This design comes from an exercise in tuning for small area, a short achievable clock period and few clock cycles on the open sky130 flow, not from production work.
Function was checked by simulation only, so behaviour that the tests miss may differ from the original.

File: flow/config.mk
export PLATFORM = sky130hd
export DESIGN_NAME = prb_decomp
export DESIGN_NICKNAME = prb_decomp
export VERILOG_FILES = /design/flow/design.v
export SDC_FILE = /design/flow/constraint.sdc
export NUM_CORES = 4
export LEC_CHECK = 0
export ABC_AREA = 1
export CAP_MARGIN = 20
export CELL_PAD_IN_SITES_DETAIL_PLACEMENT = 0
export CELL_PAD_IN_SITES_GLOBAL_PLACEMENT = 0
export CORE_MARGIN = 2
export CORE_UTILIZATION = 55
export CTS_BUF_LIST = sky130_fd_sc_hd__clkbuf_4 sky130_fd_sc_hd__clkbuf_8
export CTS_CLUSTER_SIZE = 30
export PLACE_DENSITY = 0.65
export SLEW_MARGIN = 20
export SETUP_SLACK_MARGIN = 23
export BUFFER_PORTS_ARGS = -buffer_cell sky130_fd_sc_hd__buf_2
File: flow/constraint.sdc
create_clock -name core_clock -period 30.0 [get_ports {clk}]
set_input_delay 6.0000 -clock core_clock [delete_from_list [all_inputs] [get_ports {clk}]]
set_output_delay 6.0000 -clock core_clock [all_outputs]
set_load 0.01 [all_outputs]
File: flow/design.v
module prb_comp_dec (
    input  wire        m3,        
    input  wire        mul,       
    input  wire [4:0]  t,         
    input  wire [16:0] x,         
    input  wire [8:0]  y,         
    output wire [15:0] q,
    output wire        sat
);
    wire [15:0] u = x[16:1];
    wire [2:0]  seg = u[14:12];
    wire [19:0] a   = {7'd0, 1'b1, u[11:0]} << seg;
    reg  [7:0]  ah;
    reg         z;
    integer j;
    always @* begin
        z = 1'b1;
        for (j = 0; j < 8; j = j + 1) begin
            ah[j] = a[12 + j] ^ z;
            z = z & ~a[12 + j];
        end
    end
    wire [19:0] ml  = {ah, a[11:0]};
    reg  [20:0] v3;
    reg         o;
    always @* begin
        o = 1'b0;
        for (j = 0; j < 21; j = j + 1) begin
            v3[j] = (j < 20 ? ml[j] : 1'b0) ^ (u[15] & o);
            o = o | (j < 20 ? ml[j] : 1'b0);
        end
    end
    wire [20:0] v   = m3 ? v3 : {{5{u[15]}}, u};
    wire [50:0] g   = {{15{v[20]}}, v, 15'd0};
    wire [30:0] g16 = t[4] ? g[46:16]   : g[30:0];
    wire [22:0] g8  = t[3] ? g16[30:8]  : g16[22:0];
    wire [18:0] g4  = t[2] ? g8[22:4]   : g8[18:0];
    wire [16:0] g2  = t[1] ? g4[18:2]   : g4[16:0];
    wire [15:0] gs  = t[0] ? g2[16:1]   : g2[15:0];
    wire [20:0] dif = v ^ {21{v[20]}};
    wire [31:0] tge = 32'hffffffff << t;                  
    wire        fit_s = ~|(dif & tge[20:0]);
    wire [17:0] yr;
    wire        tie;
    prb_mul mu (.x(x), .y(y), .yr(yr), .tie(tie));
    wire        fit_m = (yr[17:15] == 3'b000) | (yr[17:15] == 3'b111);
    wire        fit  = mul ? fit_m : fit_s;
    wire        sgn  = mul ? yr[17] : v[20];
    wire [15:0] val  = mul ? {yr[15:1], yr[0] & ~tie} : gs[15:0];
    assign q   = fit ? val : (sgn ? 16'h8000 : 16'h7fff);
    assign sat = ~fit;
endmodule
module prb_mul (
    input  wire [16:0] x,
    input  wire [8:0]  y,
    output wire [17:0] yr,
    output wire        tie
);
    wire [10:0] yy = {y[8], y, 1'b0};
    reg  [25:0] r0, r1, r2, r3, r4, r5;
    reg  [25:0] rr;
    reg  [17:0] sel;
    reg         neg, one, two, pneg;
    integer i;
    always @* begin
        pneg = 1'b0;
        r0 = 26'd0; r1 = 26'd0; r2 = 26'd0; r3 = 26'd0; r4 = 26'd0;
        for (i = 0; i < 5; i = i + 1) begin
            neg = yy[2*i+2];
            one = yy[2*i+1] ^ yy[2*i];
            two = (yy[2*i+2] & ~yy[2*i+1] & ~yy[2*i]) | (~yy[2*i+2] & yy[2*i+1] & yy[2*i]);
            sel = ({18{one}} & {x[16], x}) | ({18{two}} & {x, 1'b0});
            sel = sel ^ {18{neg}};
            rr  = ({7'd0, ~sel[17], sel} << (2*i)) | ({25'd0, pneg} << (2*i) >> 2);
            case (i)
                0: r0 = rr;
                1: r1 = rr;
                2: r2 = rr;
                3: r3 = rr;
                default: r4 = rr;
            endcase
            pneg = neg;
        end
        r5 = 26'h2ac_0080 | {17'd0, pneg, 8'd0};
    end
    function [51:0] csa(input [25:0] a, input [25:0] b, input [25:0] c);
        csa = {a ^ b ^ c, ((a & b) | (a & c) | (b & c)) << 1};
    endfunction
    wire [51:0] l1a = csa(r0, r1, r2);
    wire [51:0] l1b = csa(r3, r4, r5);
    wire [51:0] l2  = csa(l1a[51:26], l1a[25:0], l1b[51:26]);
    wire [51:0] l3  = csa(l2[51:26], l2[25:0], l1b[25:0]);
    wire [25:0] sa  = l3[51:26];
    wire [25:0] sb  = l3[25:0];
    wire [8:0]  lo  = {1'b0, sa[7:0]} + {1'b0, sb[7:0]};
    wire [7:0]  zb  = (sa[7:0] ^ sb[7:0]) ^ {sa[6:0] | sb[6:0], 1'b0};
    wire [18:0] hi  = {sa[25:8], 1'b1} + {sb[25:8], lo[8]};
    assign yr  = hi[18:1];
    assign tie = ~|zb;
endmodule
module prb_decomp (
    input  wire        clk,
    input  wire        rst,           
    input  wire [3:0]  cfg_meth,      
    input  wire [3:0]  cfg_width,     
    input  wire [15:0] cfg_mc_scale,  
    input  wire        cfg_mc_csf,    
    input  wire        in_valid,
    output wire        in_ready,
    input  wire [7:0]  in_data,
    output reg         out_valid,
    input  wire        out_ready,
    output reg  [15:0] out_i,
    output reg  [15:0] out_q,
    output reg  [1:0]  out_sat,       
    output reg         out_bad,       
    output reg         out_last       
);
    reg        rdy_q;
    reg [31:0] acc;                   
    reg [5:0]  n;                     
    reg [5:0]  bcnt;                  
    reg        pend;                  
    reg [3:0]  fi_meth;
    reg [3:0]  fi_w;                  
    reg [15:0] fi_k;                  
    reg        fi_csf;
    assign in_ready = rdy_q;
    wire take    = in_valid & rdy_q;
    wire first   = (bcnt == 6'd0);
    wire cfg_par = (cfg_meth[3:2] == 2'b00) && (cfg_meth[1:0] != 2'b00);
    wire take_d  = take & ~(first & cfg_par);           
    wire [4:0] fi_w5  = {fi_w == 4'd0, fi_w};
    wire       fi_par = (fi_meth[3:2] == 2'b00) && (fi_meth[1:0] != 2'b00);
    wire [5:0] fi_bl  = {fi_w5, 1'b0} + {1'b0, fi_w5} - {5'd0, ~fi_par};  
    wire       blast  = (bcnt == fi_bl);
    reg [4:0]  xcnt;                  
    reg [16:0] rx;                    
    reg [8:0]  ry;                    
    reg        u_v, u_q, u_last;
    reg [3:0]  fd_w;
    reg        fd_c4;                 
    reg        fd_bad, fd_m3, fd_mul, fd_m4;
    reg [4:0]  fd_t;                  
    wire       fi_m0  = (fi_meth == 4'd0);
    wire       fi_m3  = (fi_meth == 4'd3);
    wire       fi_m4  = (fi_meth == 4'd4);
    wire       fi_ok  = (fi_meth <= 4'd2) | (fi_m3 & (fi_w5 >= 5'd4)) | (fi_m4 & (fi_w5 <= 5'd8));
    wire [4:0] fi_t   = (fi_m0 | ~fi_ok) ? 5'd15 : (5'd31 - {1'b0, fi_k[3:0]} - fi_w5);
    wire [4:0] fd_w5 = {fd_w == 4'd0, fd_w};
    wire       xnew  = (xcnt == 5'd0);
    wire [4:0] wx    = xnew ? fi_w5 : fd_w5;
    wire       have  = (n >= {1'b0, wx});
    wire       u_ok  = ~u_v | ~out_valid | out_ready;
    wire       ext   = have & (xnew ? (~u_v | ~out_valid) : u_ok);
    wire [46:0] ewin = {acc, 15'd0};
    wire [5:0]  nm1  = n - 6'd1;
    wire [30:0] es16 = nm1[4] ? ewin[46:16] : ewin[30:0];
    wire [22:0] es8  = nm1[3] ? es16[30:8]  : es16[22:0];
    wire [18:0] es4  = nm1[2] ? es8[22:4]   : es8[18:0];
    wire [16:0] es2  = nm1[1] ? es4[18:2]   : es4[16:0];
    wire [15:0] esh  = nm1[0] ? es2[16:1]   : es2[15:0];
    wire [15:0] umask = ~(16'hffff >> wx);
    wire        csfx = xnew ? (fi_m4 & fi_ok & fi_csf) : fd_c4;
    wire        badx = xnew ? ~fi_ok : fd_bad;
    wire [15:0] cbit = {1'b0, umask[15:1]} & ~umask & {16{csfx}};
    wire [15:0] u_nx = (esh[15:0] & umask & {16{~badx}}) | cbit;
    wire        m4x  = xnew ? (fi_m4 & fi_ok) : fd_m4;
    wire        ld_rx = xnew | ~m4x;
    wire        ld_ry = xnew | m4x;
    wire [16:0] rx_nx = m4x ? {1'b0, fi_k} : {u_nx, 1'b0};
    wire [8:0]  ry_nx = m4x ? u_nx[15:7] : {1'b0, fi_k[7:0]};
    wire [5:0] n_x  = n - {1'b0, wx};
    wire [5:0] n_00 = n;
    wire [5:0] n_01 = n + 6'd8;
    wire [5:0] n_10 = n_x;
    wire [5:0] n_11 = n_x + 6'd8;
    wire [5:0] n_nx = ext ? (take_d ? n_11 : n_10) : (take_d ? n_01 : n_00);
    wire [5:0] bcnt_nx = take ? (first ? 6'd1 : (blast ? 6'd0 : bcnt + 6'd1)) : bcnt;
    wire       pend_nx = (pend & ~(ext & xnew)) | (take & first);
    wire       rdy_nx  = (n_nx <= 6'd24) & ~((bcnt_nx == 6'd0) & pend_nx);
    wire [15:0] y;
    wire        ys;
    prb_comp_dec dec (
        .m3(fd_m3), .mul(fd_mul), .t(fd_t),
        .x(rx), .y(ry), .q(y), .sat(ys)
    );
    wire out_free = ~out_valid | out_ready;
    wire wr_i = u_v & ~u_q & out_free;
    wire wr_q = u_v &  u_q & out_free;
    always @(posedge clk) begin
        if (rst) begin
            rdy_q     <= 1'b1;
            n         <= 6'd0;
            bcnt      <= 6'd0;
            pend      <= 1'b0;
            xcnt      <= 5'd0;
            u_v       <= 1'b0;
            out_valid <= 1'b0;
        end else begin
            rdy_q <= rdy_nx;
            n     <= n_nx;
            bcnt  <= bcnt_nx;
            pend  <= pend_nx;
            if (ext)
                xcnt <= (xcnt == 5'd23) ? 5'd0 : xcnt + 5'd1;
            if (ext)
                u_v <= 1'b1;
            else if (out_free)
                u_v <= 1'b0;
            if (wr_q)
                out_valid <= 1'b1;
            else if (out_ready)
                out_valid <= 1'b0;
        end
    end
    always @(posedge clk) begin
        if (take_d)
            acc <= {acc[23:0], in_data};
        if (take & first) begin
            fi_meth <= cfg_meth;
            fi_w    <= cfg_width;
            fi_k    <= (cfg_meth == 4'd4) ? cfg_mc_scale : {8'd0, in_data};
            fi_csf  <= cfg_mc_csf;
        end
        if (ext) begin
            if (ld_rx)
                rx <= rx_nx;
            if (ld_ry)
                ry <= ry_nx;
            u_q    <= xcnt[0];
            u_last <= (xcnt == 5'd23);
        end
        if (ext & xnew) begin
            fd_w    <= fi_w;
            fd_c4   <= fi_m4 & fi_ok & fi_csf;
            fd_bad  <= ~fi_ok;
            fd_m3   <= fi_m3 & fi_ok;
            fd_mul  <= ((fi_meth == 4'd2) | fi_m4) & fi_ok;
            fd_m4   <= fi_m4 & fi_ok;
            fd_t    <= fi_t;
        end
        if (wr_i) begin
            out_i      <= y;
            out_sat[1] <= ys;
        end
        if (wr_q) begin
            out_q      <= y;
            out_sat[0] <= ys;
            out_bad    <= fd_bad;
            out_last   <= u_last;
        end
    end
endmodule
File: flow/flow/run.sh
#!/bin/bash
set -euo pipefail
cat flow/extra.mk >> config.mk
bash standard.sh > standard_make.log 2>&1
File: flow/flow/extra.mk
export SETUP_SLACK_MARGIN = 23
export BUFFER_PORTS_ARGS = -buffer_cell sky130_fd_sc_hd__buf_2
File: flow/standard.sh
#!/bin/bash
# synth_recipe.tcl (not shown) runs the flow's synth.tcl, then flattens the netlist and writes it again
# the make line also repeats each setting of config.mk as NAME=value (left out here)
make -C /OpenROAD-flow-scripts/flow DESIGN_CONFIG=/design/flow/config.mk WORK_HOME=/design/flow/orfs CLKGATE_MAP_FILE= SYNTH_SCRIPT=/design/flow/synth_recipe.tcl "${@:-finish}"
==> summary.txt, run 1 <==
# TYPE chip_impl_metric gauge
chip_impl_metric{name="avgViaCountPerCell",unit=""} 5.717
chip_impl_metric{name="die_width",unit="µm"} 168.0
chip_impl_info{name="cp-start-kind",value="flip-flop"} 1
chip_impl_metric{name="highest_net_fanout_along_the_worst_path",unit=""} 1
chip_impl_metric{name="post_synthesis_cell_area",unit="mm²"} 0.01479
chip_impl_info{name="timing.setup.critical_path_class",value="flip-flop to output pin"} 1
chip_impl_metric{name="area_delta_synth_final",unit="%"} 9.880
chip_impl_metric{name="clkTransAtPathRegs",unit="ps"} 100
chip_impl_metric{name="clock_skew",unit="ps"} 16.63
chip_impl_metric{name="cts-hold-fix-buffers",unit=""} 0
chip_impl_metric{name="wire_length_per_cell_after_detailed_routing",unit="µm"} 17.82
chip_impl_metric{name="min_period",unit="ps"} 7008
chip_impl_metric{name="post-route-drc-count",unit=""} 0
chip_impl_metric{name="crit_arrival",unit="ps"} 1010
chip_impl_metric{name="clock-sinks",unit=""} 156
chip_impl_metric{name="min_path_cells",unit=""} 0
chip_impl_metric{name="yosys.area.top_type_share",unit="%"} 27.41
chip_impl_metric{name="achievable-frequency",unit="GHz"} 0.1427
chip_impl_info{name="critical-path-top-delay-family",value="flip-flops"} 1
chip_impl_metric{name="totalWireLength",unit="µm"} 41750
chip_impl_metric{name="worst_pin_slew",unit="ps"} 1029
chip_impl_metric{name="synthesis.instances",unit=""} 1937
chip_impl_metric{name="synthArstFlopShare",unit="%"} 0
chip_impl_metric{name="ctsLongestPathBuffers",unit=""} 2
chip_impl_metric{name="yosysWarningCount",unit=""} 3
chip_impl_metric{name="fp.dieH",unit="µm"} 168.0
chip_impl_metric{name="globalplace.congestion",unit=""} 0.9737
chip_impl_metric{name="deepest_level_of_the_cts_h_tree",unit=""} 4
chip_impl_metric{name="grt_usage",unit="%"} 29.83
chip_impl_metric{name="synth_fp_nets",unit=""} 2117
chip_impl_info{name="cts_root_buf",value="clkbuf_8"} 1
chip_impl_info{name="synthMostInstantiatedCell",value="nand2_1"} 1
chip_impl_metric{name="initial_cell_density_of_the_core",unit="%"} 55.50
chip_impl_metric{name="fin_setup_tns",unit="ps"} 0
chip_impl_metric{name="post_synth_num_cell_types",unit=""} 59
chip_impl_metric{name="global_route_wire_length_before_repair",unit="µm"} 66920
chip_impl_metric{name="final_max_slew_viol_count",unit=""} 0
chip_impl_metric{name="grt_overflow_total",unit=""} 0
chip_impl_metric{name="placement.io_buffers",unit=""} 74
chip_impl_info{name="synth_top_area_cell",value="edfxtp_1"} 1
chip_impl_metric{name="maxCapViolations",unit=""} 0
chip_impl_metric{name="pre_cts_slack",unit="ps"} 21610
chip_impl_metric{name="hold_viol",unit=""} 0
chip_impl_metric{name="synth-seq-area-share",unit="%"} 30.25
chip_impl_metric{name="top_level_pins",unit=""} 75
chip_impl_metric{name="fp.dieArea",unit="mm²"} 0.02822
chip_impl_info{name="cts_tree",value="done"} 1
chip_impl_info{name="worstHoldPathType",value="flip-flop to flip-flop"} 1
chip_impl_metric{name="ant_nets",unit=""} 0
chip_impl_info{name="synth_top_cells_by_count",value="nand2_1 (454), inv_1 (211), o21ai_0 (155), edfxtp_1 (135), nand3_1 (134)"} 1
chip_impl_metric{name="clk_latency",unit="ps"} 450
chip_impl_metric{name="floorplan.rows",unit=""} 60
chip_impl_metric{name="first_pass_iters",unit=""} 5
chip_impl_info{name="hold_start",value="u_last"} 1
chip_impl_metric{name="nets",unit=""} 2169
chip_impl_metric{name="antenna_violations_before_repair",unit=""} 0
chip_impl_metric{name="critPathRequiredTime",unit="ps"} 24000
chip_impl_metric{name="reg_to_reg_setup_timing_slack",unit="ps"} 23560
chip_impl_info{name="synth_area_leaders",value="edfxtp_1 (27%), nand2_1 (12%), ha_1 (7.6%)"} 1
chip_impl_metric{name="critical_path_buf_inv_count",unit=""} 1
chip_impl_metric{name="synth.ff_latch_count",unit=""} 156
chip_impl_metric{name="synth.avg_cell_area",unit="µm²"} 7.636
chip_impl_metric{name="slew_headroom",unit="%"} 30.70
chip_impl_metric{name="dp_hpwl",unit="µm"} 31700
chip_impl_metric{name="tritoncts.num_buffers",unit=""} 17
chip_impl_metric{name="share_of_the_cycle_needed_by_the_critical_path_after_routing",unit="%"} 23.36
chip_impl_info{name="crit_slowest_cell",value="edfxtp_1"} 1
chip_impl_info{name="worst_hold_path.endpoint",value="out_last"} 1
chip_impl_metric{name="drive_gt1_share",unit="%"} 11.99
chip_impl_metric{name="first_global_vias",unit=""} 12862
chip_impl_info{name="worst_flop_to_flop_path_startpoint",value="ry[3]"} 1
chip_impl_info{name="setup_repair_after_global_routing_missed_its_margin",value="yes"} 1
chip_impl_info{name="timing.critical_path.from",value="out_i[2]"} 1
chip_impl_metric{name="first_iter_violations",unit=""} 1440
chip_impl_info{name="worstSetupEndpointType",value="output pin"} 1
chip_impl_metric{name="critical_path.max_stage_delay",unit="ps"} 400
chip_impl_metric{name="maximum_number_of_pins_on_one_net_before_global_route_repair",unit=""} 30
chip_impl_metric{name="n_antenna_cell",unit=""} 0
chip_impl_info{name="synth_top_flop_cell",value="edfxtp_1"} 1
chip_impl_info{name="critical_path.cell_chain",value="buf_2"} 1
chip_impl_info{name="rr_endpoint",value="out_i[14]"} 1
chip_impl_metric{name="coreArea",unit="mm²"} 0.02665
chip_impl_metric{name="number_of_cell_instances_on_the_worst_register_to_register_path",unit=""} 34
chip_impl_info{name="run_status",value="timing/DRC/antenna clean"} 1
chip_impl_metric{name="slack_of_the_critical_path",unit="ps"} 22990
chip_impl_metric{name="via_count",unit=""} 13396
chip_impl_metric{name="synth_edf_count",unit=""} 135
chip_impl_metric{name="setup_viol_count_final",unit=""} 0
==> final cells by class <==
cell class / instances / area [µm²]
sequential: 156 / 4478
multi-input combinational: 1465 / 9266
inverter: 233 / 909.6
clock inverter: 14 / 176.4
tap: 341 / 426.7
fill: 2446 / 10400
clock buffer: 18 / 241.5
timing repair buffer: 116 / 754.5
==> registers in the layout (all words and copies together) (netlist names), 2 cells and up <==
register,cells
ry,9
rx,17
fi_w,4
out_i,16
out_q,16
fi_meth,4
fd_t,5
fi_k,16
bcnt,6
acc,32
xcnt,5
n,6
fd_w,4
out_sat,2
==> placed cells by master (no fill, tap or decap), drive strengths merged, types with 2 or more instances in the layout <==
| cell | instances |
|---|---|
| a211oi | 2 |
| a21boi | 3 |
| a21oi | 81 |
| a22oi | 8 |
| a31oi | 13 |
| buf | 115 |
| bufinv | 2 |
| clkbuf | 19 |
| clkinv | 19 |
| clkinvlp | 4 |
| dfxtp | 21 |
| edfxtp | 135 |
| fa | 53 |
| ha | 90 |
| inv | 222 |
| mux2 | 8 |
| mux2i | 10 |
| nand2 | 465 |
| nand3 | 141 |
| nand3b | 3 |
| nand4 | 24 |
| nor2 | 131 |
| nor3 | 10 |
| nor4 | 4 |
| o2111ai | 2 |
| o211ai | 17 |
| o21ai | 180 |
| o221ai | 2 |
| o22ai | 72 |
| o311ai | 2 |
| o31ai | 5 |
| o32ai | 5 |
| or2 | 10 |
| xnor2 | 17 |
| xor2 | 98 |
==> layer usage <==
metal / track usage, % / up-vias / share of wire (%)
met5: 0 / - / 0
met4: 13.01 / 0 / 3.7
met3: 3.126 / 86 / 5.7
met2: 48.81 / 463 / 46
met1: 40.43 / 6192 / 44
li1: - / 6655 / -
==> metrics by stage <==
step | cell area, µm² | utilization [%] | std cells | hold slack, ps
floorplan | 14880 | - | 1937 | 400.3
CTS | 15960 | 59.87 | 2323 | 444.2
finish | 16250 | 60.99 | 2343 | 447.8
detailed placement | 15370 | 57.68 | 2279 | 420.2
global placement | 15360 | 57.64 | 2278 | 421.4
global route | 16250 | 60.99 | 2343 | 454.9
==> logic make-up (layout without fill, tap and decap cells) <==
| kind of cell | count (synthesis) | after routing | synth area share (%) |
|---|---|---|---|
| AOI/OAI and AO/OA | 399 | 399 | 15.45 |
| xor gates and xnor gates | 115 | 115 | 6.860 |
| adders and majority gates | 143 | 143 | 14.79 |
| buffers and inverters | 320 | 381 | 8.729 |
| DFF | 156 | 156 | 30.25 |
| muxes | 18 | 18 | 1.286 |
| and+or+nand+nor | 786 | 790 | 22.64 |
==> worst max path at each step <==
stage          cells past startpoint         to  slack, ps
4_1_cts                            1   out_i[2]      22960
2_1_floorplan                      8      rdy_q      22410
3_5_place_dp                      32  out_i[14]      21610
3_3_place_gp                      32   out_i[0]      21800
5_1_grt                            8      rdy_q      22910
6_report                           1   out_i[2]      22990
==> repair_timing <==
action,4_1_cts,5_1_grt
resized for setup,19,26
gates cloned,4,1
setup endpoints to repair,105,104
pin swaps,5,15
setup buffers,8,19
Testbench counts, summed over its fixed seeds: cycles 102,509.
==> run 2: changes to the inputs <==
--- a/flow/design.v
+++ b/flow/design.v
@@ -58,42 +58,187 @@
 );
     wire [10:0] yy = {y[8], y, 1'b0};
-    reg  [25:0] r0, r1, r2, r3, r4, r5;
-    reg  [25:0] rr;
-    reg  [17:0] sel;
-    reg         neg, one, two, pneg;
-    integer i;
-    always @* begin
-        pneg = 1'b0;
-        r0 = 26'd0; r1 = 26'd0; r2 = 26'd0; r3 = 26'd0; r4 = 26'd0;
-        for (i = 0; i < 5; i = i + 1) begin
-            neg = yy[2*i+2];
-            one = yy[2*i+1] ^ yy[2*i];
-            two = (yy[2*i+2] & ~yy[2*i+1] & ~yy[2*i]) | (~yy[2*i+2] & yy[2*i+1] & yy[2*i]);
-            sel = ({18{one}} & {x[16], x}) | ({18{two}} & {x, 1'b0});
-            sel = sel ^ {18{neg}};
-            rr  = ({7'd0, ~sel[17], sel} << (2*i)) | ({25'd0, pneg} << (2*i) >> 2);
-            case (i)
-                0: r0 = rr;
-                1: r1 = rr;
-                2: r2 = rr;
-                3: r3 = rr;
-                default: r4 = rr;
-            endcase
-            pneg = neg;
-        end
-        r5 = 26'h2ac_0080 | {17'd0, pneg, 8'd0};
-    end
-    function [51:0] csa(input [25:0] a, input [25:0] b, input [25:0] c);
-        csa = {a ^ b ^ c, ((a & b) | (a & c) | (b & c)) << 1};
-    endfunction
-    wire [51:0] l1a = csa(r0, r1, r2);
-    wire [51:0] l1b = csa(r3, r4, r5);
-    wire [51:0] l2  = csa(l1a[51:26], l1a[25:0], l1b[51:26]);
-    wire [51:0] l3  = csa(l2[51:26], l2[25:0], l1b[25:0]);
-    wire [25:0] sa  = l3[51:26];
-    wire [25:0] sb  = l3[25:0];
-    wire [8:0]  lo  = {1'b0, sa[7:0]} + {1'b0, sb[7:0]};
-    wire [7:0]  zb  = (sa[7:0] ^ sb[7:0]) ^ {sa[6:0] | sb[6:0], 1'b0};
-    wire [18:0] hi  = {sa[25:8], 1'b1} + {sb[25:8], lo[8]};
+    wire [17:0] x1 = {x[16], x};
+    wire [17:0] x2 = {x, 1'b0};
+    wire        ng0 = yy[2];
+    wire        o0  = yy[1] ^ yy[0];
+    wire        t0  = (yy[2] & ~yy[1] & ~yy[0]) | (~yy[2] & yy[1] & yy[0]);
+    wire [17:0] pp0 = (({18{o0}} & x1) | ({18{t0}} & x2)) ^ {18{ng0}};
+    wire        ng1 = yy[4];
+    wire        o1  = yy[3] ^ yy[2];
+    wire        t1  = (yy[4] & ~yy[3] & ~yy[2]) | (~yy[4] & yy[3] & yy[2]);
+    wire [17:0] pp1 = (({18{o1}} & x1) | ({18{t1}} & x2)) ^ {18{ng1}};
+    wire        ng2 = yy[6];
+    wire        o2  = yy[5] ^ yy[4];
+    wire        t2  = (yy[6] & ~yy[5] & ~yy[4]) | (~yy[6] & yy[5] & yy[4]);
+    wire [17:0] pp2 = (({18{o2}} & x1) | ({18{t2}} & x2)) ^ {18{ng2}};
+    wire        ng3 = yy[8];
+    wire        o3  = yy[7] ^ yy[6];
+    wire        t3  = (yy[8] & ~yy[7] & ~yy[6]) | (~yy[8] & yy[7] & yy[6]);
+    wire [17:0] pp3 = (({18{o3}} & x1) | ({18{t3}} & x2)) ^ {18{ng3}};
+    wire        ng4 = yy[10];
+    wire        o4  = yy[9] ^ yy[8];
+    wire        t4  = (yy[10] & ~yy[9] & ~yy[8]) | (~yy[10] & yy[9] & yy[8]);
+    wire [17:0] pp4 = (({18{o4}} & x1) | ({18{t4}} & x2)) ^ {18{ng4}};
+    wire d1 = pp0[6] ^ pp1[4];
+    wire d2 = pp0[6] & pp1[4];
+    wire d3 = pp0[7] ^ pp1[5] ^ pp2[3];
+    wire d4 = (pp0[7] & pp1[5]) | (pp0[7] & pp2[3]) | (pp1[5] & pp2[3]);
+    wire d5 = pp0[8] ^ pp1[6] ^ pp2[4];
+    wire d6 = (pp0[8] & pp1[6]) | (pp0[8] & pp2[4]) | (pp1[6] & pp2[4]);
+    wire d7 = pp0[9] ^ pp1[7] ^ pp2[5];
+    wire d8 = (pp0[9] & pp1[7]) | (pp0[9] & pp2[5]) | (pp1[7] & pp2[5]);
+    wire d9 = pp0[10] ^ pp1[8] ^ pp2[6];
+    wire d10 = (pp0[10] & pp1[8]) | (pp0[10] & pp2[6]) | (pp1[8] & pp2[6]);
+    wire d11 = pp0[11] ^ pp1[9] ^ pp2[7];
+    wire d12 = (pp0[11] & pp1[9]) | (pp0[11] & pp2[7]) | (pp1[9] & pp2[7]);
+    wire d13 = pp0[12] ^ pp1[10] ^ pp2[8];
+    wire d14 = (pp0[12] & pp1[10]) | (pp0[12] & pp2[8]) | (pp1[10] & pp2[8]);
+    wire d15 = pp0[13] ^ pp1[11] ^ pp2[9];
+    wire d16 = (pp0[13] & pp1[11]) | (pp0[13] & pp2[9]) | (pp1[11] & pp2[9]);
+    wire d17 = pp0[14] ^ pp1[12] ^ pp2[10];
+    wire d18 = (pp0[14] & pp1[12]) | (pp0[14] & pp2[10]) | (pp1[12] & pp2[10]);
+    wire d19 = pp0[15] ^ pp1[13] ^ pp2[11];
+    wire d20 = (pp0[15] & pp1[13]) | (pp0[15] & pp2[11]) | (pp1[13] & pp2[11]);
+    wire d21 = pp0[16] ^ pp1[14] ^ pp2[12];
+    wire d22 = (pp0[16] & pp1[14]) | (pp0[16] & pp2[12]) | (pp1[14] & pp2[12]);
+    wire d23 = pp0[17] ^ pp1[15] ^ pp2[13];
+    wire d24 = (pp0[17] & pp1[15]) | (pp0[17] & pp2[13]) | (pp1[15] & pp2[13]);
+    wire d25 = ~pp0[17] ^ pp1[16] ^ pp2[14];
+    wire d26 = (~pp0[17] & pp1[16]) | (~pp0[17] & pp2[14]) | (pp1[16] & pp2[14]);
+    wire d27 = pp1[17] ^ pp2[15] ^ pp3[13];
+    wire d28 = (pp1[17] & pp2[15]) | (pp1[17] & pp3[13]) | (pp2[15] & pp3[13]);
+    wire d29 = ~pp1[17] ^ pp2[16];
+    wire d30 = ~pp1[17] & pp2[16];
+    wire d31 = pp2[17] ^ pp3[15];
+    wire d32 = pp2[17] & pp3[15];
+    wire d33 = pp0[4] ^ pp1[2];
+    wire d34 = pp0[4] & pp1[2];
+    wire d35 = pp0[5] ^ pp1[3];
+    wire d36 = pp0[5] & pp1[3];
+    wire d37 = pp2[2] ^ pp3[0] ^ ng3;
+    wire d38 = (pp2[2] & pp3[0]) | (pp2[2] & ng3) | (pp3[0] & ng3);
+    wire d39 = pp3[1] ^ 1'b1 ^ d3;
+    wire d40 = (pp3[1] & 1'b1) | (pp3[1] & d3) | (1'b1 & d3);
+    wire d41 = pp3[2] ^ pp4[0] ^ ng4;
+    wire d42 = (pp3[2] & pp4[0]) | (pp3[2] & ng4) | (pp4[0] & ng4);
+    wire d43 = pp3[3] ^ pp4[1] ^ d7;
+    wire d44 = (pp3[3] & pp4[1]) | (pp3[3] & d7) | (pp4[1] & d7);
+    wire d45 = pp3[4] ^ pp4[2] ^ d9;
+    wire d46 = (pp3[4] & pp4[2]) | (pp3[4] & d9) | (pp4[2] & d9);
+    wire d47 = pp3[5] ^ pp4[3] ^ d11;
+    wire d48 = (pp3[5] & pp4[3]) | (pp3[5] & d11) | (pp4[3] & d11);
+    wire d49 = pp3[6] ^ pp4[4] ^ d13;
+    wire d50 = (pp3[6] & pp4[4]) | (pp3[6] & d13) | (pp4[4] & d13);
+    wire d51 = pp3[7] ^ pp4[5] ^ d15;
+    wire d52 = (pp3[7] & pp4[5]) | (pp3[7] & d15) | (pp4[5] & d15);
+    wire d53 = pp3[8] ^ pp4[6] ^ d17;
+    wire d54 = (pp3[8] & pp4[6]) | (pp3[8] & d17) | (pp4[6] & d17);
+    wire d55 = pp3[9] ^ pp4[7] ^ d19;
+    wire d56 = (pp3[9] & pp4[7]) | (pp3[9] & d19) | (pp4[7] & d19);
+    wire d57 = pp3[10] ^ pp4[8] ^ d21;
+    wire d58 = (pp3[10] & pp4[8]) | (pp3[10] & d21) | (pp4[8] & d21);
+    wire d59 = pp3[11] ^ pp4[9] ^ d23;
+    wire d60 = (pp3[11] & pp4[9]) | (pp3[11] & d23) | (pp4[9] & d23);
+    wire d61 = pp3[12] ^ pp4[10] ^ 1'b1;
+    wire d62 = (pp3[12] & pp4[10]) | (pp3[12] & 1'b1) | (pp4[10] & 1'b1);
+    wire d63 = pp4[11] ^ 1'b1 ^ d27;
+    wire d64 = (pp4[11] & 1'b1) | (pp4[11] & d27) | (1'b1 & d27);
+    wire d65 = pp3[14] ^ pp4[12] ^ d29;
+    wire d66 = (pp3[14] & pp4[12]) | (pp3[14] & d29) | (pp4[12] & d29);
+    wire d67 = pp4[13] ^ 1'b1 ^ d31;
+    wire d68 = (pp4[13] & 1'b1) | (pp4[13] & d31) | (1'b1 & d31);
+    wire d69 = ~pp2[17] ^ pp3[16] ^ pp4[14];
+    wire d70 = (~pp2[17] & pp3[16]) | (~pp2[17] & pp4[14]) | (pp3[16] & pp4[14]);
+    wire d71 = pp3[17] ^ pp4[15];
+    wire d72 = pp3[17] & pp4[15];
+    wire d73 = pp0[2] ^ pp1[0];
+    wire d74 = pp0[2] & pp1[0];
+    wire d75 = pp0[3] ^ pp1[1];
+    wire d76 = pp0[3] & pp1[1];
+    wire d77 = pp2[0] ^ ng2 ^ d33;
+    wire d78 = (pp2[0] & ng2) | (pp2[0] & d33) | (ng2 & d33);
+    wire d79 = pp2[1] ^ d35 ^ d34;
+    wire d80 = (pp2[1] & d35) | (pp2[1] & d34) | (d35 & d34);
+    wire d81 = d1 ^ d37 ^ d36;
+    wire d82 = (d1 & d37) | (d1 & d36) | (d37 & d36);
+    wire d83 = d2 ^ d39 ^ d38;
+    wire d84 = (d2 & d39) | (d2 & d38) | (d39 & d38);
+    wire d85 = d5 ^ d4 ^ d41;
+    wire d86 = (d5 & d4) | (d5 & d41) | (d4 & d41);
+    wire d87 = d6 ^ d43 ^ d42;
+    wire d88 = (d6 & d43) | (d6 & d42) | (d43 & d42);
+    wire d89 = d8 ^ d45 ^ d44;
+    wire d90 = (d8 & d45) | (d8 & d44) | (d45 & d44);
+    wire d91 = d10 ^ d47 ^ d46;
+    wire d92 = (d10 & d47) | (d10 & d46) | (d47 & d46);
+    wire d93 = d12 ^ d49 ^ d48;
+    wire d94 = (d12 & d49) | (d12 & d48) | (d49 & d48);
+    wire d95 = d14 ^ d51 ^ d50;
+    wire d96 = (d14 & d51) | (d14 & d50) | (d51 & d50);
+    wire d97 = d16 ^ d53 ^ d52;
+    wire d98 = (d16 & d53) | (d16 & d52) | (d53 & d52);
+    wire d99 = d18 ^ d55 ^ d54;
+    wire d100 = (d18 & d55) | (d18 & d54) | (d55 & d54);
+    wire d101 = d20 ^ d57 ^ d56;
+    wire d102 = (d20 & d57) | (d20 & d56) | (d57 & d56);
+    wire d103 = d22 ^ d59 ^ d58;
+    wire d104 = (d22 & d59) | (d22 & d58) | (d59 & d58);
+    wire d105 = d25 ^ d24 ^ d61;
+    wire d106 = (d25 & d24) | (d25 & d61) | (d24 & d61);
+    wire d107 = d26 ^ d63 ^ d62;
+    wire d108 = (d26 & d63) | (d26 & d62) | (d63 & d62);
+    wire d109 = d28 ^ d65 ^ d64;
+    wire d110 = (d28 & d65) | (d28 & d64) | (d65 & d64);
+    wire d111 = d30 ^ d67 ^ d66;
+    wire d112 = (d30 & d67) | (d30 & d66) | (d67 & d66);
+    wire d113 = d32 ^ d69 ^ d68;
+    wire d114 = (d32 & d69) | (d32 & d68) | (d69 & d68);
+    wire d115 = 1'b1 ^ d71 ^ d70;
+    wire d116 = (1'b1 & d71) | (1'b1 & d70) | (d71 & d70);
+    wire d117 = ~pp3[17] ^ pp4[16] ^ d72;
+    wire d118 = (~pp3[17] & pp4[16]) | (~pp3[17] & d72) | (pp4[16] & d72);
+    wire d119 = pp4[17] ^ 1'b1;
+    wire d120 = pp4[17] & 1'b1;
+    wire d121 = d40 ^ d85;
+    wire d122 = d40 & d85;
+    wire d123 = d87 ^ d86;
+    wire d124 = d87 & d86;
+    wire d125 = d89 ^ d88;
+    wire d126 = d89 & d88;
+    wire d127 = d91 ^ d90;
+    wire d128 = d91 & d90;
+    wire d129 = d93 ^ d92;
+    wire d130 = d93 & d92;
+    wire d131 = d95 ^ d94;
+    wire d132 = d95 & d94;
+    wire d133 = d97 ^ d96;
+    wire d134 = d97 & d96;
+    wire d135 = d99 ^ d98;
+    wire d136 = d99 & d98;
+    wire d137 = d101 ^ d100;
+    wire d138 = d101 & d100;
+    wire d139 = d103 ^ d102;
+    wire d140 = d103 & d102;
+    wire d141 = d60 ^ d105 ^ d104;
+    wire d142 = (d60 & d105) | (d60 & d104) | (d105 & d104);
+    wire d143 = d107 ^ d106;
+    wire d144 = d107 & d106;
+    wire d145 = d109 ^ d108;
+    wire d146 = d109 & d108;
+    wire d147 = d111 ^ d110;
+    wire d148 = d111 & d110;
+    wire d149 = d113 ^ d112;
+    wire d150 = d113 & d112;
+    wire d151 = d115 ^ d114;
+    wire d152 = d115 & d114;
+    wire d153 = d117 ^ d116;
+    wire d154 = d117 & d116;
+    wire d155 = d119 ^ d118;
+    wire d156 = d119 & d118;
+    wire [25:0] sa = {d155, d153, d151, d149, d147, d145, d143, d141, d139, d137, d135, d133, d131, d129, d127, d125, d123, d84, d83, d81, d79, d77, d75, ng1, pp0[1], pp0[0]};
+    wire [25:0] sb = {d154, d152, d150, d148, d146, d144, d142, d140, d138, d136, d134, d132, d130, d128, d126, d124, d122, d121, d82, d80, d78, d76, d74, d73, 1'b0, ng0};
+    wire [8:0]  lo = {1'b0, sa[7:0]} + {1'b0, sb[7:0]};
+    wire [7:0]  zb = (sa[7:0] ^ sb[7:0]) ^ {sa[6:0] | sb[6:0], 1'b0};
+    wire [18:0] hi = {sa[25:8], 1'b1} + {sb[25:8], lo[8]};
     assign yr  = hi[18:1];
     assign tie = ~|zb;
--- a/flow/config.mk
+++ b/flow/config.mk
@@ -11,8 +11,8 @@
 export CELL_PAD_IN_SITES_GLOBAL_PLACEMENT = 0
 export CORE_MARGIN = 2
-export CORE_UTILIZATION = 55
+export CORE_UTILIZATION = 48
 export CTS_BUF_LIST = sky130_fd_sc_hd__clkbuf_4 sky130_fd_sc_hd__clkbuf_8
-export CTS_CLUSTER_SIZE = 30
-export PLACE_DENSITY = 0.65
+export CTS_CLUSTER_SIZE = 20
+export PLACE_DENSITY = 0.6
 export SLEW_MARGIN = 20
 export SETUP_SLACK_MARGIN = 23
==> run 2 against run 1 <==
Still clean. Non-clock buffer count rose by 1. Highest routed layer unchanged. Clock skew rose by 0.65 ps. Critical path type is now input pin to flip-flop. Routed wire length fell by 3.6%.
==> summary.txt, run 2 <==
# TYPE chip_impl_metric gauge
chip_impl_metric{name="min_path_cells",unit=""} 0
chip_impl_metric{name="antenna_violations_before_repair",unit=""} 0
chip_impl_metric{name="tritoncts.num_buffers",unit=""} 17
chip_impl_metric{name="dp_hpwl",unit="µm"} 30550
chip_impl_metric{name="coreArea",unit="mm²"} 0.03035
chip_impl_metric{name="synthesis.instances",unit=""} 1938
chip_impl_info{name="layout_top_registers",value="acc x32, rx x17"} 1
chip_impl_metric{name="share_of_the_cycle_needed_by_the_critical_path_after_routing",unit="%"} 23.48
chip_impl_info{name="setup_repair_after_global_routing_missed_its_margin",value="yes"} 1
chip_impl_metric{name="totalWireLength",unit="µm"} 40260
chip_impl_metric{name="setup_viol_count_final",unit=""} 0
chip_impl_info{name="timing.setup.critical_path_class",value="input pin to flip-flop"} 1
chip_impl_metric{name="clk_latency",unit="ps"} 470
chip_impl_metric{name="post-route-drc-count",unit=""} 0
chip_impl_metric{name="wire_length_per_cell_after_detailed_routing",unit="µm"} 16.78
chip_impl_info{name="crit_slowest_cell",value="nor4_4"} 1
chip_impl_metric{name="die_width",unit="µm"} 179.0
chip_impl_metric{name="grt_overflow_total",unit=""} 0
chip_impl_metric{name="globalplace.congestion",unit=""} 0.9534
chip_impl_metric{name="deepest_level_of_the_cts_h_tree",unit=""} 4
chip_impl_metric{name="achievable-frequency",unit="GHz"} 0.1420
chip_impl_metric{name="clock_skew",unit="ps"} 17.29
chip_impl_metric{name="worst_pin_slew",unit="ps"} 986.6
chip_impl_info{name="most_used_cells_in_the_layout_excluding_fill_and_tap_cells",value="nand2_1 (453), inv_1 (210), o21ai_0 (158)"} 1
chip_impl_metric{name="ctsLongestPathBuffers",unit=""} 2
chip_impl_metric{name="top_level_pins",unit=""} 75
chip_impl_info{name="critical_path.cell_chain",value="buf_8 > nor4_4 > nor2_4 > buf_12 > nand2_4 > xor2_2 > or2_4 > nand3_2 > a21oi_2 > a311oi_1"} 1
chip_impl_info{name="final_common_cell",value="nand2_1"} 1
chip_impl_metric{name="post_synthesis_cell_area",unit="mm²"} 0.01470
chip_impl_metric{name="first_global_vias",unit=""} 12435
chip_impl_info{name="synth_area_leaders",value="edfxtp_1 (28%), nand2_1 (12%), ha_1 (8.1%)"} 1
chip_impl_metric{name="n_antenna_cell",unit=""} 0
chip_impl_metric{name="critPathRequiredTime",unit="ps"} 30370
chip_impl_info{name="run_status",value="timing/DRC/antenna clean"} 1
chip_impl_metric{name="area_delta_synth_final",unit="%"} 10.29
chip_impl_metric{name="fin_setup_tns",unit="ps"} 0
chip_impl_metric{name="placement.io_buffers",unit=""} 74
chip_impl_metric{name="critical_path.max_stage_delay",unit="ps"} 330
chip_impl_metric{name="maximum_number_of_pins_on_one_net_before_global_route_repair",unit=""} 42
chip_impl_metric{name="synth_edf_count",unit=""} 135
chip_impl_metric{name="dp.cells",unit=""} 2337
chip_impl_metric{name="number_of_cell_instances_on_the_worst_register_to_register_path",unit=""} 34
chip_impl_metric{name="avgViaCountPerCell",unit=""} 5.587
chip_impl_metric{name="global_route_wire_length_before_repair",unit="µm"} 63980
chip_impl_metric{name="crit_arrival",unit="ps"} 7410
chip_impl_metric{name="pre_cts_slack",unit="ps"} 21880
chip_impl_metric{name="floorplan.rows",unit=""} 64
chip_impl_info{name="cp-start-kind",value="input pin"} 1
chip_impl_metric{name="ant_nets",unit=""} 0
chip_impl_metric{name="clkTransAtPathRegs",unit="ps"} 100
chip_impl_metric{name="stdcell_count",unit=""} 2400
chip_impl_info{name="worstHoldPathType",value="flip-flop to flip-flop"} 1
chip_impl_metric{name="cts-hold-fix-buffers",unit=""} 0
chip_impl_metric{name="fp.dieArea",unit="mm²"} 0.03204
chip_impl_metric{name="clock-sinks",unit=""} 156
chip_impl_metric{name="post_synth_num_cell_types",unit=""} 53
chip_impl_metric{name="initial_cell_density_of_the_core",unit="%"} 48.43
chip_impl_metric{name="flip_flop_count_of_the_largest_register_after_layout",unit=""} 32
chip_impl_info{name="cts_tree",value="done"} 1
chip_impl_metric{name="highest_net_fanout_along_the_worst_path",unit=""} 6
chip_impl_info{name="worstSetupEndpointType",value="flip-flop"} 1
chip_impl_info{name="synth_top_cells_by_count",value="nand2_1 (460), inv_1 (213), o21ai_0 (160), nand3_1 (136), edfxtp_1 (135)"} 1
chip_impl_metric{name="nets",unit=""} 2170
chip_impl_metric{name="slew_headroom",unit="%"} 34.23
chip_impl_metric{name="reg_to_reg_setup_timing_slack",unit="ps"} 23560
chip_impl_metric{name="yosysWarningCount",unit=""} 2
chip_impl_metric{name="synth.ff_latch_count",unit=""} 156
chip_impl_metric{name="synth.avg_cell_area",unit="µm²"} 7.585
chip_impl_metric{name="via_count",unit=""} 13409
chip_impl_metric{name="yosys.area.top_type_share",unit="%"} 27.58
chip_impl_metric{name="synthArstFlopShare",unit="%"} 0
chip_impl_metric{name="min_period",unit="ps"} 7044
chip_impl_metric{name="synth_fp_nets",unit=""} 2117
chip_impl_metric{name="hold_viol",unit=""} 0
chip_impl_metric{name="grt_usage",unit="%"} 25.27
chip_impl_metric{name="first_iter_violations",unit=""} 1036
chip_impl_info{name="top_register",value="acc"} 1
chip_impl_info{name="cts_root_buf",value="clkbuf_8"} 1
chip_impl_info{name="synth_top_flop_cell",value="edfxtp_1"} 1
chip_impl_metric{name="synth-seq-area-share",unit="%"} 30.44
chip_impl_metric{name="first_pass_iters",unit=""} 5
chip_impl_metric{name="maxCapViolations",unit=""} 0
chip_impl_info{name="synth_top_area_cell",value="edfxtp_1"} 1
chip_impl_metric{name="final_max_slew_viol_count",unit=""} 0
chip_impl_metric{name="fp.dieH",unit="µm"} 179.0
chip_impl_info{name="synthMostInstantiatedCell",value="nand2_1"} 1
chip_impl_metric{name="drive_gt1_share",unit="%"} 11.28
chip_impl_metric{name="slack_of_the_critical_path",unit="ps"} 22960
==> run 2: cell types whose count changed in the layout (fill, tap and decap cells not counted), moves of 5 or more <==
cell     delta
fa_1        -5
ha_1        +6
nand2_1     +5
nor2_1      -7
nor2_2      -5
o21ai_0    +10
o21ai_2     -7
==> run 2: what timing repair did <==
action	CTS	global route
buffers inserted	3	25
pin swaps	1	10
cloned	0	3
resized for setup	8	31
setup endpoints to repair	103	72
==> run 2: cell families after synthesis <==
logic type | share of synthesized area, %
AO/OA/AOI/OAI | 15.44
XOR/XNOR | 7.150
adder cells (fa/ha/maj) | 14.49
buffers and inverters | 8.504
flip-flops | 30.44
multiplexers | 1.294
AND/OR/NAND/NOR | 22.68
==> run 2: path summary, 6_finish.rpt <==
path                                   from       end
worst max-delay path            cfg_meth[3]     rdy_q
worst min-delay path                acc[17]   acc[25]
worst max register to register        ry[3]  out_i[2]
worst min register to register      acc[17]   acc[25]
==> run 2: worst max-delay path, delay by kind of cell <==
kind | cells | cell delay [ps]
simple gates | 5 | 770
compound gates | 2 | 340
buf+inv | 2 | 240
xor+xnor | 1 | 60
==> run 2: final cells by class <==
class                   count  area (µm²)
fillers                  2984       14140
multi-input cells        1461        9133
flip-flops and latches    156        4479
inverters                 237       920.9
repair buffers            117       788.3
well taps                 396       495.5
clock buffers              18       241.5
clock inverters            14       148.9
repair inverters            1       5.005
==> run 2: metal layers <==
| metal | vias to the layer above | GRT usage [%] | share of wire [%] |
|---|---|---|---|
| met5 | - | 0 | 0 |
| met4 | 0 | 7.859 | 2.5 |
| met3 | 55 | 2.778 | 4.2 |
| met2 | 376 | 43.64 | 49 |
| met1 | 6313 | 33.15 | 45 |
| li1 | 6665 | - | - |
==> run 2: through the flow <==
step | area (µm²) | hold slack, ps | util [%]
finish | 16210 | 446.9 | 53.42
global route | 16210 | 460.8 | 53.42
CTS | 15850 | 452.2 | 52.24
detailed placement | 15400 | 427.1 | 50.76
global placement | 15400 | 432.8 | 50.73
floorplan | 14810 | 400.3 | -
Testbench counts of run 2, summed over its fixed seeds: cycles 102,509.
==> run 3: changes to the inputs <==
--- a/flow/config.mk
+++ b/flow/config.mk
@@ -11,8 +11,8 @@
 export CELL_PAD_IN_SITES_GLOBAL_PLACEMENT = 0
 export CORE_MARGIN = 2
-export CORE_UTILIZATION = 48
+export CORE_UTILIZATION = 55
 export CTS_BUF_LIST = sky130_fd_sc_hd__clkbuf_4 sky130_fd_sc_hd__clkbuf_8
-export CTS_CLUSTER_SIZE = 20
-export PLACE_DENSITY = 0.6
+export CTS_CLUSTER_SIZE = 30
+export PLACE_DENSITY = 0.65
 export SLEW_MARGIN = 20
 export SETUP_SLACK_MARGIN = 23
==> run 3 against run 2 <==
Still clean on timing, DRC and antenna. Synthesized cell count did not move. Routed wire length decreased by 0.95%. Count of clock-buffer cells in the layout rose by 1. Sequential cell count unchanged. Critical path type is now flip-flop to output pin. Highest routed layer unchanged.
==> summary.txt, run 3 <==
# TYPE chip_impl_metric gauge
chip_impl_metric{name="crit_arrival",unit="ps"} 1020
chip_impl_metric{name="ant_nets",unit=""} 0
chip_impl_metric{name="synth_fp_nets",unit=""} 2117
chip_impl_metric{name="top_level_pins",unit=""} 75
chip_impl_info{name="synth_area_leaders",value="edfxtp_1 (28%), nand2_1 (12%), ha_1 (8.1%)"} 1
chip_impl_metric{name="fp.dieArea",unit="mm²"} 0.02805
chip_impl_metric{name="grt_overflow_total",unit=""} 0
chip_impl_metric{name="reg_to_reg_setup_timing_slack",unit="ps"} 23490
chip_impl_metric{name="clk_latency",unit="ps"} 480
chip_impl_metric{name="highest_net_fanout_along_the_worst_path",unit=""} 2
chip_impl_metric{name="global_route_wire_length_before_repair",unit="µm"} 64340
chip_impl_info{name="synth_top_area_cell",value="edfxtp_1"} 1
chip_impl_metric{name="clock_skew",unit="ps"} 35.17
chip_impl_info{name="gr-max-usage-layer",value="met2"} 1
chip_impl_metric{name="first_pass_iters",unit=""} 18
chip_impl_metric{name="critical_path_buf_inv_count",unit=""} 1
chip_impl_metric{name="n_antenna_cell",unit=""} 0
chip_impl_info{name="final_common_cell",value="nand2_1"} 1
chip_impl_metric{name="first_iter_violations",unit=""} 1298
chip_impl_metric{name="area_delta_synth_final",unit="%"} 9.550
chip_impl_info{name="synth_top_flop_cell",value="edfxtp_1"} 1
chip_impl_metric{name="final_max_slew_viol_count",unit=""} 0
chip_impl_metric{name="drive_gt1_share",unit="%"} 11.06
chip_impl_metric{name="flip_flop_count_of_the_largest_register_after_layout",unit=""} 32
chip_impl_metric{name="first_global_vias",unit=""} 12510
chip_impl_info{name="most_used_cells_in_the_layout_excluding_fill_and_tap_cells",value="nand2_1 (454), inv_1 (210), o21ai_0 (159)"} 1
chip_impl_metric{name="number_of_cell_instances_on_the_worst_register_to_register_path",unit=""} 32
chip_impl_info{name="worstHoldPathType",value="flip-flop to flip-flop"} 1
chip_impl_metric{name="avgViaCountPerCell",unit=""} 5.776
chip_impl_metric{name="post-route-drc-count",unit=""} 0
chip_impl_metric{name="min_period",unit="ps"} 7019
chip_impl_metric{name="grt_usage",unit="%"} 28.54
chip_impl_info{name="crit_slowest_cell",value="dfxtp_1"} 1
chip_impl_info{name="cts_tree",value="done"} 1
chip_impl_metric{name="slew_headroom",unit="%"} 37.75
chip_impl_metric{name="post-route-cell-area",unit="mm²"} 0.01610
chip_impl_info{name="worstSetupEndpointType",value="output pin"} 1
chip_impl_metric{name="maxCapViolations",unit=""} 0
chip_impl_info{name="rr_endpoint",value="out_q[6]"} 1
chip_impl_info{name="hold_start",value="acc[4]"} 1
chip_impl_metric{name="critPathRequiredTime",unit="ps"} 24000
chip_impl_info{name="critical-path-top-delay-family",value="flip-flops"} 1
chip_impl_info{name="top_register",value="acc"} 1
chip_impl_metric{name="wire_length_per_cell_after_detailed_routing",unit="µm"} 17.09
chip_impl_info{name="worst_flop_to_flop_path_startpoint",value="ry[3]"} 1
chip_impl_metric{name="antenna_violations_before_repair",unit=""} 0
chip_impl_info{name="timing.setup.critical_path_class",value="flip-flop to output pin"} 1
chip_impl_metric{name="maximum_number_of_pins_on_one_net_before_global_route_repair",unit=""} 30
chip_impl_metric{name="setup_viol_count_final",unit=""} 0
chip_impl_metric{name="deepest_level_of_the_cts_h_tree",unit=""} 4
chip_impl_metric{name="ctsLongestPathBuffers",unit=""} 2
chip_impl_metric{name="share_of_the_cycle_needed_by_the_critical_path_after_routing",unit="%"} 23.40
chip_impl_info{name="setup_repair_after_global_routing_missed_its_margin",value="yes"} 1
chip_impl_metric{name="worst_pin_slew",unit="ps"} 933.8
chip_impl_metric{name="die_width",unit="µm"} 167.5
chip_impl_metric{name="clock-sinks",unit=""} 156
chip_impl_metric{name="clkTransAtPathRegs",unit="ps"} 120
chip_impl_metric{name="min_path_cells",unit=""} 0
chip_impl_metric{name="hold_viol",unit=""} 0
chip_impl_metric{name="critical_path.max_stage_delay",unit="ps"} 410
chip_impl_metric{name="globalRouteMet2Util",unit="%"} 50.14
chip_impl_metric{name="nets",unit=""} 2165
chip_impl_metric{name="fp.dieH",unit="µm"} 167.5
chip_impl_metric{name="post_synthesis_cell_area",unit="mm²"} 0.01470
chip_impl_info{name="cts_root_buf",value="clkbuf_8"} 1
chip_impl_metric{name="via_count",unit=""} 13482
chip_impl_metric{name="synthArstFlopShare",unit="%"} 0
chip_impl_metric{name="coreArea",unit="mm²"} 0.02613
chip_impl_info{name="critical_path.cell_chain",value="buf_2"} 1
chip_impl_metric{name="floorplan.rows",unit=""} 59
chip_impl_info{name="synthMostInstantiatedCell",value="nand2_1"} 1
chip_impl_metric{name="placement.io_buffers",unit=""} 74
chip_impl_metric{name="tritoncts.num_buffers",unit=""} 17
chip_impl_metric{name="synth-seq-area-share",unit="%"} 30.44
chip_impl_metric{name="totalWireLength",unit="µm"} 39880
chip_impl_metric{name="fin_setup_tns",unit="ps"} 0
chip_impl_info{name="worst_hold_path.endpoint",value="acc[12]"} 1
chip_impl_metric{name="yosysWarningCount",unit=""} 2
chip_impl_info{name="synth_top_cells_by_count",value="nand2_1 (460), inv_1 (213), o21ai_0 (160), nand3_1 (136), edfxtp_1 (135)"} 1
chip_impl_metric{name="initial_cell_density_of_the_core",unit="%"} 56.25
chip_impl_metric{name="dp_hpwl",unit="µm"} 29860
chip_impl_metric{name="grt_use_met3",unit="%"} 2.860
chip_impl_metric{name="yosys.area.top_type_share",unit="%"} 27.58
chip_impl_metric{name="synth.avg_cell_area",unit="µm²"} 7.585
chip_impl_metric{name="grt_util_met1",unit="%"} 37.02
chip_impl_metric{name="achievable-frequency",unit="GHz"} 0.1425
chip_impl_metric{name="detailed_place.area",unit="mm²"} 0.01528
chip_impl_metric{name="synth_edf_count",unit=""} 135
chip_impl_info{name="run_status",value="timing/DRC/antenna clean"} 1
chip_impl_metric{name="synthesis.instances",unit=""} 1938
chip_impl_metric{name="cts-hold-fix-buffers",unit=""} 0
chip_impl_metric{name="synth.ff_latch_count",unit=""} 156
chip_impl_info{name="cp-start-kind",value="flip-flop"} 1
chip_impl_info{name="layout_top_registers",value="acc x32, rx x17"} 1
chip_impl_metric{name="globalplace.congestion",unit=""} 0.9630
chip_impl_metric{name="post_synth_num_cell_types",unit=""} 53
run 3: cell types whose count changed in the layout (fill, tap and decap cells not counted), moves of 2 or more:
cell        delta
clkbuf_16      -2
o21ai_1        -2
bufbuf_16      +2
buf_2          +2
buf_4          -5
clkinvlp_4     -2
buf_6          -3
run 3: cell families (layout without fill, tap and decap cells):
logic type,Yosys count,in the layout,synth area share [%]
xor gates and xnor gates,120,120,7.150
DFF,156,156,30.44
muxes,18,18,1.294
adders and majority gates,142,142,14.49
buffers and inverters,321,381,8.504
AOI/OAI and AO/OA,399,399,15.44
and+or+nand+nor,782,783,22.68
run 3: metal layers:
metal | vias up | part of all wire, % | wire length, µm
met5 | - | 0 | 0
met4 | 0 | 2.8 | 1115
met3 | 81 | 4.9 | 1971
met2 | 470 | 49 | 19400
met1 | 6290 | 44 | 17390
li1 | 6641 | - | -
run 3: how the worst max path moves through the flow:
stage | from | to | cells past startpoint | slack [ps]
after floorplan | cfg_meth[0] | rdy_q | 9 | 22280
after global placement | out_ready | rdy_q | 11 | 21990
after detailed placement | out_ready | rdy_q | 11 | 21900
after CTS | out_i[13] | out_i[13] | 1 | 22960
after global routing | cfg_meth[1] | rdy_q | 11 | 22900
final | rdy_q | in_ready | 1 | 22980
run 3: layout make-up:
class	count	area (µm²)
inverter	237	917.1
tap	335	419.2
sequential	156	4478
timing repair buffer	111	737.0
multi-input combinational	1462	9146
clock inverter	13	145.1
timing repair inverter	1	5.005
clock buffer	19	255.2
fill	2444	10030
run 3: timing repair:
action / CTS / global route
gates resized for setup: 17 / 20
setup buffers: 10 / 17
endpoints found under the setup margin: 133 / 61
cloned: 3 / 1
pin swaps: 5 / 9
run 3: through the flow:
step / setup slack [ps] / instances / util [%] / hold WS (ps)
3_3_place_gp: 21990 / 2271 / 58.48 / 427.0
5_1_grt: 22900 / 2334 / 61.62 / 454.3
3_5_place_dp: 21900 / 2271 / 58.48 / 429.6
6_report: 22980 / 2334 / 61.62 / 441.3
2_1_floorplan: 22280 / 1938 / - / 400.3
4_1_cts: 22960 / 2316 / 60.87 / 439.3

## separate check: timing with driven ports
The results above use ideal ports. As a check the final layouts listed here were re-extracted and re-timed, cells and wires unchanged. Step 1, drivers: a clkbuf_16 drives clk and a buf_2 each remaining input, both assumed. Step 2 times the ports against the registers' clock, not the clock port: input delays grow and output delays shrink by t, the midpoint of the rising clock arrivals with the driver on. Slacks: ideal ports / drivers / drivers and shift; pairs: ideal ports / drivers.
run | t (ns) | setup slack, ns | worst setup path at the end | worst register clock-pin slew, ns | pins driven straight from the clock port
run 1 | 0.487 | 22.992 / 22.952 / 22.556 | input to register | 0.10 / 0.10 | 1
run 2 | 0.508 | 22.956 / 22.949 / 22.449 | input to register | 0.10 / 0.10 | 1
run 3 | 0.508 | 22.981 / 22.934 / 22.486 | input to register | 0.12 / 0.12 | 1
After both steps every run listed still meets setup and hold. For run 2, which loses most, drivers alone change the setup slack by -0.007 ns; drivers and shift together by -0.507 ns.
